This is an optimization exercise on Yosys and OpenROAD, whose aim is small area, a short achievable clock period and few clock cycles per item, not a production implementation. Only simulation tests tie the RTL to the original design; equivalence was not proved. Power and IR drop assume default switching activity.

$ cat design/flow/constraint.sdc
create_clock -name core_clock -period 18.0 [get_ports {clk}]
set_input_delay 3.6000 -clock core_clock [delete_from_list [all_inputs] [get_ports {clk}]]
set_output_delay 3.6000 -clock core_clock [all_outputs]
set_load 0.01 [all_outputs]
$ cat design/flow/design.v
module mx_narrow (
    input  wire        clk,
    input  wire        rst,
    input  wire        in_valid,
    output wire        in_ready,
    input  wire [31:0] in_data,
    input  wire [3:0]  in_fmt,
    output wire        out_valid,
    input  wire        out_ready,
    output wire [7:0]  out_elem,
    output wire [7:0]  out_scale,
    output wire        out_last
);
    localparam S_FILL  = 1'b0;
    localparam S_DRAIN = 1'b1;
    reg        state;
    reg [4:0]  idx;           
    reg [31:0] buffer [0:31];
    reg [3:0]  fmt;           
    reg [7:0]  max_exp;       
    reg        has_nan;       
    wire in_fire  = in_valid  & in_ready;
    wire out_fire = out_valid & out_ready;
    assign in_ready  = (state == S_FILL);
    assign out_valid = (state == S_DRAIN);
    assign out_last  = (state == S_DRAIN) && (idx == 5'd31);
    wire [7:0] in_exp    = in_data[30:23];
    wire       in_is_nan = (in_exp == 8'hFF) && (in_data[22:0] != 23'd0);
    wire [7:0] in_exp_eff = in_is_nan ? 8'd0 :
                            (in_exp == 8'hFF) ? 8'd254 : in_exp;
    always @(posedge clk) begin
        if (rst) begin
            state   <= S_FILL;
            idx     <= 5'd0;
            max_exp <= 8'd0;
            has_nan <= 1'b0;
            fmt     <= 4'd4;
        end else begin
            case (state)
            S_FILL: begin
                if (in_fire) begin
                    buffer[idx] <= in_data;
                    if (idx == 5'd0) begin
                        fmt     <= in_fmt;
                        max_exp <= in_exp_eff;
                        has_nan <= in_is_nan;
                    end else begin
                        if (in_exp_eff > max_exp)
                            max_exp <= in_exp_eff;
                        if (in_is_nan)
                            has_nan <= 1'b1;
                    end
                    idx <= idx + 5'd1;
                    if (idx == 5'd31)
                        state <= S_DRAIN;
                end
            end
            S_DRAIN: begin
                if (out_fire) begin
                    idx <= idx + 5'd1;
                    if (idx == 5'd31)
                        state <= S_FILL;
                end
            end
            endcase
        end
    end
    reg        f_is_int;     
    reg        f_is_fp8;     
    reg [1:0]  f_mbits;      
    reg [4:0]  f_bias;       
    reg [3:0]  f_emax;       
    reg [6:0]  f_maxenc;     
    reg [2:0]  f_signpos;    
    always @(*) begin
        f_is_int = 1'b0;
        f_is_fp8 = 1'b0;
        case (fmt)
        4'd4: begin f_is_fp8 = 1'b1; f_mbits = 2'd3; f_bias = 5'd7;  f_emax = 4'd8;  f_maxenc = 7'h7E; f_signpos = 3'd7; end
        4'd5: begin f_is_fp8 = 1'b1; f_mbits = 2'd2; f_bias = 5'd15; f_emax = 4'd15; f_maxenc = 7'h7B; f_signpos = 3'd7; end
        4'd6: begin                  f_mbits = 2'd3; f_bias = 5'd1;  f_emax = 4'd2;  f_maxenc = 7'h1F; f_signpos = 3'd5; end
        4'd7: begin                  f_mbits = 2'd2; f_bias = 5'd3;  f_emax = 4'd4;  f_maxenc = 7'h1F; f_signpos = 3'd5; end
        4'd8: begin                  f_mbits = 2'd1; f_bias = 5'd1;  f_emax = 4'd2;  f_maxenc = 7'h07; f_signpos = 3'd3; end
        default: begin f_is_int = 1'b1; f_mbits = 2'd0; f_bias = 5'd0; f_emax = 4'd0; f_maxenc = 7'h7F; f_signpos = 3'd7; end
        endcase
    end
    wire       block_nan = has_nan & ~f_is_fp8;
    wire [7:0] scale_val = (max_exp > {4'd0, f_emax}) ? (max_exp - {4'd0, f_emax}) : 8'd0;
    assign out_scale = block_nan ? 8'hFF : scale_val;
    wire [31:0] v      = buffer[idx];
    wire        v_sign = v[31];
    wire [7:0]  v_exp  = v[30:23];
    wire [22:0] v_man  = v[22:0];
    wire        v_nan  = (v_exp == 8'hFF) && (v_man != 23'd0);
    wire        v_inf  = (v_exp == 8'hFF) && (v_man == 23'd0);
    wire        v_zero = (v_exp == 8'd0) && (v_man == 23'd0);
    reg  [4:0]  lead;        
    integer j;
    always @(*) begin
        lead = 5'd0;
        for (j = 0; j < 23; j = j + 1)
            if (v_man[j])
                lead = j[4:0];
    end
    wire [23:0] v_sig = (v_exp != 8'd0) ? {1'b1, v_man}
                                        : ({1'b0, v_man} << (5'd23 - lead));
    wire signed [10:0] v_exp_n = (v_exp != 8'd0) ? $signed({3'd0, v_exp})
                                                 : $signed({6'd0, lead}) - 11'sd22;
    wire signed [10:0] rel = v_exp_n - $signed({3'd0, scale_val});
    wire signed [10:0] k = rel + $signed({6'd0, f_bias}) - 11'sd1;
    reg  signed [10:0] shift_s;
    reg  [7:0]         exp_base;
    always @(*) begin
        if (f_is_int) begin
            shift_s  = 11'sd17 - rel;
            exp_base = 8'd0;
        end else if (k > 0) begin
            shift_s  = 11'sd23 - $signed({9'd0, f_mbits});
            exp_base = k[7:0];
        end else begin
            shift_s  = 11'sd23 - $signed({9'd0, f_mbits}) - k;
            exp_base = 8'd0;
        end
    end
    wire [4:0] shift = (shift_s > 11'sd30) ? 5'd30 : shift_s[4:0];
    wire [23:0] kept   = v_sig >> shift;
    wire [23:0] rmask  = (24'd1 << shift) - 24'd1;
    wire [23:0] rest   = v_sig & rmask;
    wire [23:0] half   = 24'd1 << (shift - 5'd1);
    wire        guard  = (rest & half) != 24'd0;
    wire        sticky = (rest & (half - 24'd1)) != 24'd0;
    wire        rnd_up = guard & (sticky | kept[0]);
    wire [8:0]  n      = kept[8:0] + {8'd0, rnd_up};
    wire [9:0]  fp_enc = ({2'd0, exp_base} << f_mbits) + {1'b0, n};
    wire [6:0]  fp_mag = v_zero ? 7'd0 :
                         (v_inf || fp_enc > {3'd0, f_maxenc}) ? f_maxenc : fp_enc[6:0];
    reg  [7:0]  fp_elem;
    always @(*) begin
        fp_elem = {1'b0, fp_mag};
        fp_elem[f_signpos] = v_sign;
    end
    wire [6:0]  int_mag  = v_zero ? 7'd0 : (v_inf || n > 9'd127) ? 7'd127 : n[6:0];
    wire [7:0]  int_elem = v_sign ? (8'd0 - {1'b0, int_mag}) : {1'b0, int_mag};
    assign out_elem = block_nan ? 8'h00 :
                      (v_nan)   ? 8'h7F :
                      f_is_int  ? int_elem : fp_elem;
endmodule
$ cat design/flow/run.sh
#!/bin/bash
# synth_recipe.tcl (not shown) runs the flow's synth.tcl, then flattens the netlist and writes it again
# the make line also repeats each setting of config.mk as NAME=value (left out here)
make -C /OpenROAD-flow-scripts/flow DESIGN_CONFIG=/design/flow/config.mk WORK_HOME=/design/flow/orfs CLKGATE_MAP_FILE= SYNTH_SCRIPT=/design/flow/synth_recipe.tcl finish
$ cat design/flow/config.mk
export PLATFORM = sky130hd
export DESIGN_NAME = mx_narrow
export DESIGN_NICKNAME = mx_narrow
export VERILOG_FILES = /design/flow/design.v
export SDC_FILE = /design/flow/constraint.sdc
export NUM_CORES = 4
export LEC_CHECK = 0
export CAP_MARGIN = 20
export CORE_MARGIN = 2
export CORE_UTILIZATION = 40
export PLACE_DENSITY = 0.6
export SLEW_MARGIN = 20
==> impl_metrics.csv <==
group,metric,value,unit
run_status,status,"finished clean",
power,leakagePower,19.5,nW
sta,final_max_slew_viol_count,0,
synth,async_flop_share,0,%
sta,hold_viol_final,0,
sta,finalCritPeriodShare,97.2,%
placement,dpl.cell_count,5421,
global_routing,grt_pass1_vias,33318,
global_routing,grt_pass1_wl,230000,microns
clock_network,clock_latency,0.72,ns
die,core,128000,sq um
sta,min_period,17.50,ns
routing,routed_wl,160000,microns
layout,syn_to_final_growth,16.8,%
setup_path,end_kind,"output pin",
global_routing,grt_antenna_before_repair,4,
sta,maxSlewHeadroom,28.3,%
setup_path,worstSetupPathType,"flop to output pin",
layout,finalNonFillerCells,5689,
clock_network,cts.sinks,1048,
layout,fill_cells,11140,
setup_path,worstPathArrival,13.90,ns
synth,ys_seq_area_share,60.4,%
clock_network,ctsHoldBuffers,0,
global_routing,grt_max_degree,54,
clock_network,cts_tree,"done",
die,num_rows,131,
setup_path,worstSetupStartpointType,"flop",
synth,yosysWarnings,1,
routing,ant_nets,0,
synth,syn_area,51700,sq um
synth,netlist.area_leader.share,59.5,%
setup_path,slowest_stage,"or4_1",
synth,synth_seq_cells,1048,
sta,fmax,57.1,MHz
clock_network,cts_buffers,107,
run,max-cap-violations,0,
sta,fin_tns_setup,0,ns
synth,synth_most_common_cell,"edfxtp_1",
synth,synthesis.nets,3808,
die,initial_core_util,40.4,%
synth,syn_avg_cell_area,14.0,sq um
power,pwr_density_cell,194,nW/um^2
die,die_y,363,microns
global_routing,grt.overflow.total,0,
layout,final_nets,4046,
clock_network,cts_root_buffer,"clkbuf_16",
die,die_area,132000,sq um
sta,finalClockSkew,0.0229,ns
placement,routabilityCongestion,0.997,
routing,vias,35240,
setup_path,slowest_delay,0.56,ns
synth,synthTopCellsByArea,"edfxtp_1 (59%), mux4_2 (7.6%), mux2i_1 (5.6%)",
setup_path,cp.required,14.40,ns
synth,yosysTopAreaCell,"edfxtp_1",
placement,hpwl,99600,microns
routing,drt_first_pass_iters,8,
synth,ys_types,122,
die,die_w,363,microns
routing,drt_first_iter_violations,3978,
synth,synth_common_cells,"edfxtp_1 (1024), mux2i_1 (291), nor2_1 (257)",
setup_path,critPathMaxFanout,31,
sta,worstMarginPinSlew,1.07,ns
synth,synth_top_flop_cell,"edfxtp_1",
sta,setup_viol,0,
clock_network,clk_pin_slew,0.06,ns
layout,drive_gt1_share,21.3,%
power,vdd_drop_max,0.256,mV
setup_path,crit_top_cell,"ha_1",
min_path,hp-class,"flop to flop",
synth,synth_edf_count,1024,
clock_network,clockBufferDepth,3,
routing,drcViolationCount,0,
routing,vias_per_cell,6.19,
die,ioPinCount,59,
routing,drt-wirelength-per-cell,28.2,microns
global_routing,grt_usage,23.5,%
synth,syn_inst,3692,
placement,io_buffers,58,
clock_network,htreeDepth,3,
placed cells by master (no fill, tap or decap), drive strengths merged, types with 35 or more instances in the layout:
cell and n:
nand2 220, nor4 40, clkdlybuf4s50 52, nand3 113
clkinv 53, buf 262, nor2 261, nand2b 35
a211oi 49, a22oi 79, mux4 174, a21oi 150
nor3 94, clkbuf 137, o211ai 42, mux2i 291
inv 67, edfxtp 1024, nand4 40, ha 71
o21ai 99
cells by family after synthesis:
kind of cell	Yosys count	share of synthesized area, %
buffers and inverters	263	2.57
AOI/OAI and AO/OA	752	10.4
and+or+nand+nor	1004	9.85
other	1	0.00726
DFF	1048	60.4
xor gates and xnor gates	49	0.859
adders and majority gates	76	1.91
muxes	499	14.0
per-layer routing:
layer  share of wire (%)  wire, microns  global-route usage [%]  up-vias
li1                    -              -                       -    15339
met1                  42          67100                    32.9    17918
met2                  47          75300                    37.5     1666
met3                 7.7          12400                    3.47      313
met4                 3.4           5510                    8.11        4
met5               0.022             36                       0        -
state kept, by name, indices dropped and copies added (netlist names), named ones only:
signal and flops:
fmt 4, state 1, has_nan 1, max_exp 8
buffer 1024, idx 5
path summary, 6_finish.rpt:
| path | startpoint | to | slack [ns] | depth (start not counted) |
|---|---|---|---|---|
| worst max-delay path | flop | out_elem[4] | 0.50 | 61 |
| worst min-delay path | fmt[3]$_SDFFE_PP0P_ | fmt[3]$_SDFFE_PP0P_ | 0.54 | 2 |
| worst max register to register | state$_SDFF_PP0_ | buffer[3][11]$_DFFE_PP_ | 14.65 | 6 |
| worst min register to register | fmt[3]$_SDFFE_PP0P_ | fmt[3]$_SDFFE_PP0P_ | 0.54 | 2 |
cell type report:
cell class                 instances  area (sq um)  area share (%)
inverter                          67           255           0.423
multi-input combinational       2381         20000            33.2
clock buffer                     129          2760            4.57
antenna                            3          7.51          0.0124
clock inverter                    74           837            1.39
sequential                      1048         31200            51.8
tap                             1662          2080            3.44
timing repair buffer             325          3170            5.25
metrics by stage:
stage	utilization, %	hold WS [ns]	power, mW	setup WS, ns	cell area (sq um)
2_1_floorplan	-	0.485	6.77	0.638	51700
3_3_place_gp	43.2	0.522	8.75	-0.0793	55300
3_5_place_dp	43.2	0.533	8.72	-0.118	55300
4_1_cts	46.2	0.550	11.1	0.0105	59100
5_1_grt	47.2	0.579	12.3	-0.150	60400
6_report	47.2	0.545	11.7	0.501	60400
what timing repair did:
action,in CTS,in global routing
endpoints found under the setup margin,7,7
buffers inserted,9,45
cloned,0,8
pin swaps,5,37
resized for setup,34,128
where the power goes:
group          internal [mW]  total (mW)  switching (mW)
registers               2.69        2.70         0.00808
clock network           1.30        2.26           0.958
logic                   2.66        6.78            4.11
worst max-delay path: cells and delay by family (launching register included):
kind	cells	cell delay, ns
buffers and inverters	12	2.04
AND/OR/NAND/NOR	18	3.45
flip-flops	1	0.43
AO/OA/AOI/OAI	19	3.56
adder cells (fa/ha/maj)	6	1.70
XOR/XNOR	3	0.64
multiplexers	3	1.32
Testbench counts, summed over its fixed seeds: cycles 20,480, items 320.

## static timing again, ports no longer ideal
No port has a modelled driver above. Below, the same layout with a new extraction and two added sets of constraints. Step 1 (the two cells are an assumption about what drives the block):
set clk [get_ports {clk}]
set_driving_cell -lib_cell sky130_fd_sc_hd__clkbuf_16 $clk
set_driving_cell -lib_cell sky130_fd_sc_hd__buf_2 [delete_from_list [all_inputs] $clk]
Step 2 moves the port delays by t, midway between the first and last clock arrival at a register: inputs arrive t later, outputs are due t later. That takes back most of the time a late clock gives input paths. Slacks: ideal ports / drivers / drivers and shift; pairs: ideal ports / drivers.
t (ns): 0.793
setup slack, ns: 0.501 / 0.421 / 1.214
worst register clock-pin slew, ns: 0.06 / 0.06
worst data-port slew with drivers (ns): 0.10
After both steps setup and hold are still met in this run. The setup slack of this run moves by -0.080 ns with the drivers and by +0.713 ns with both steps.
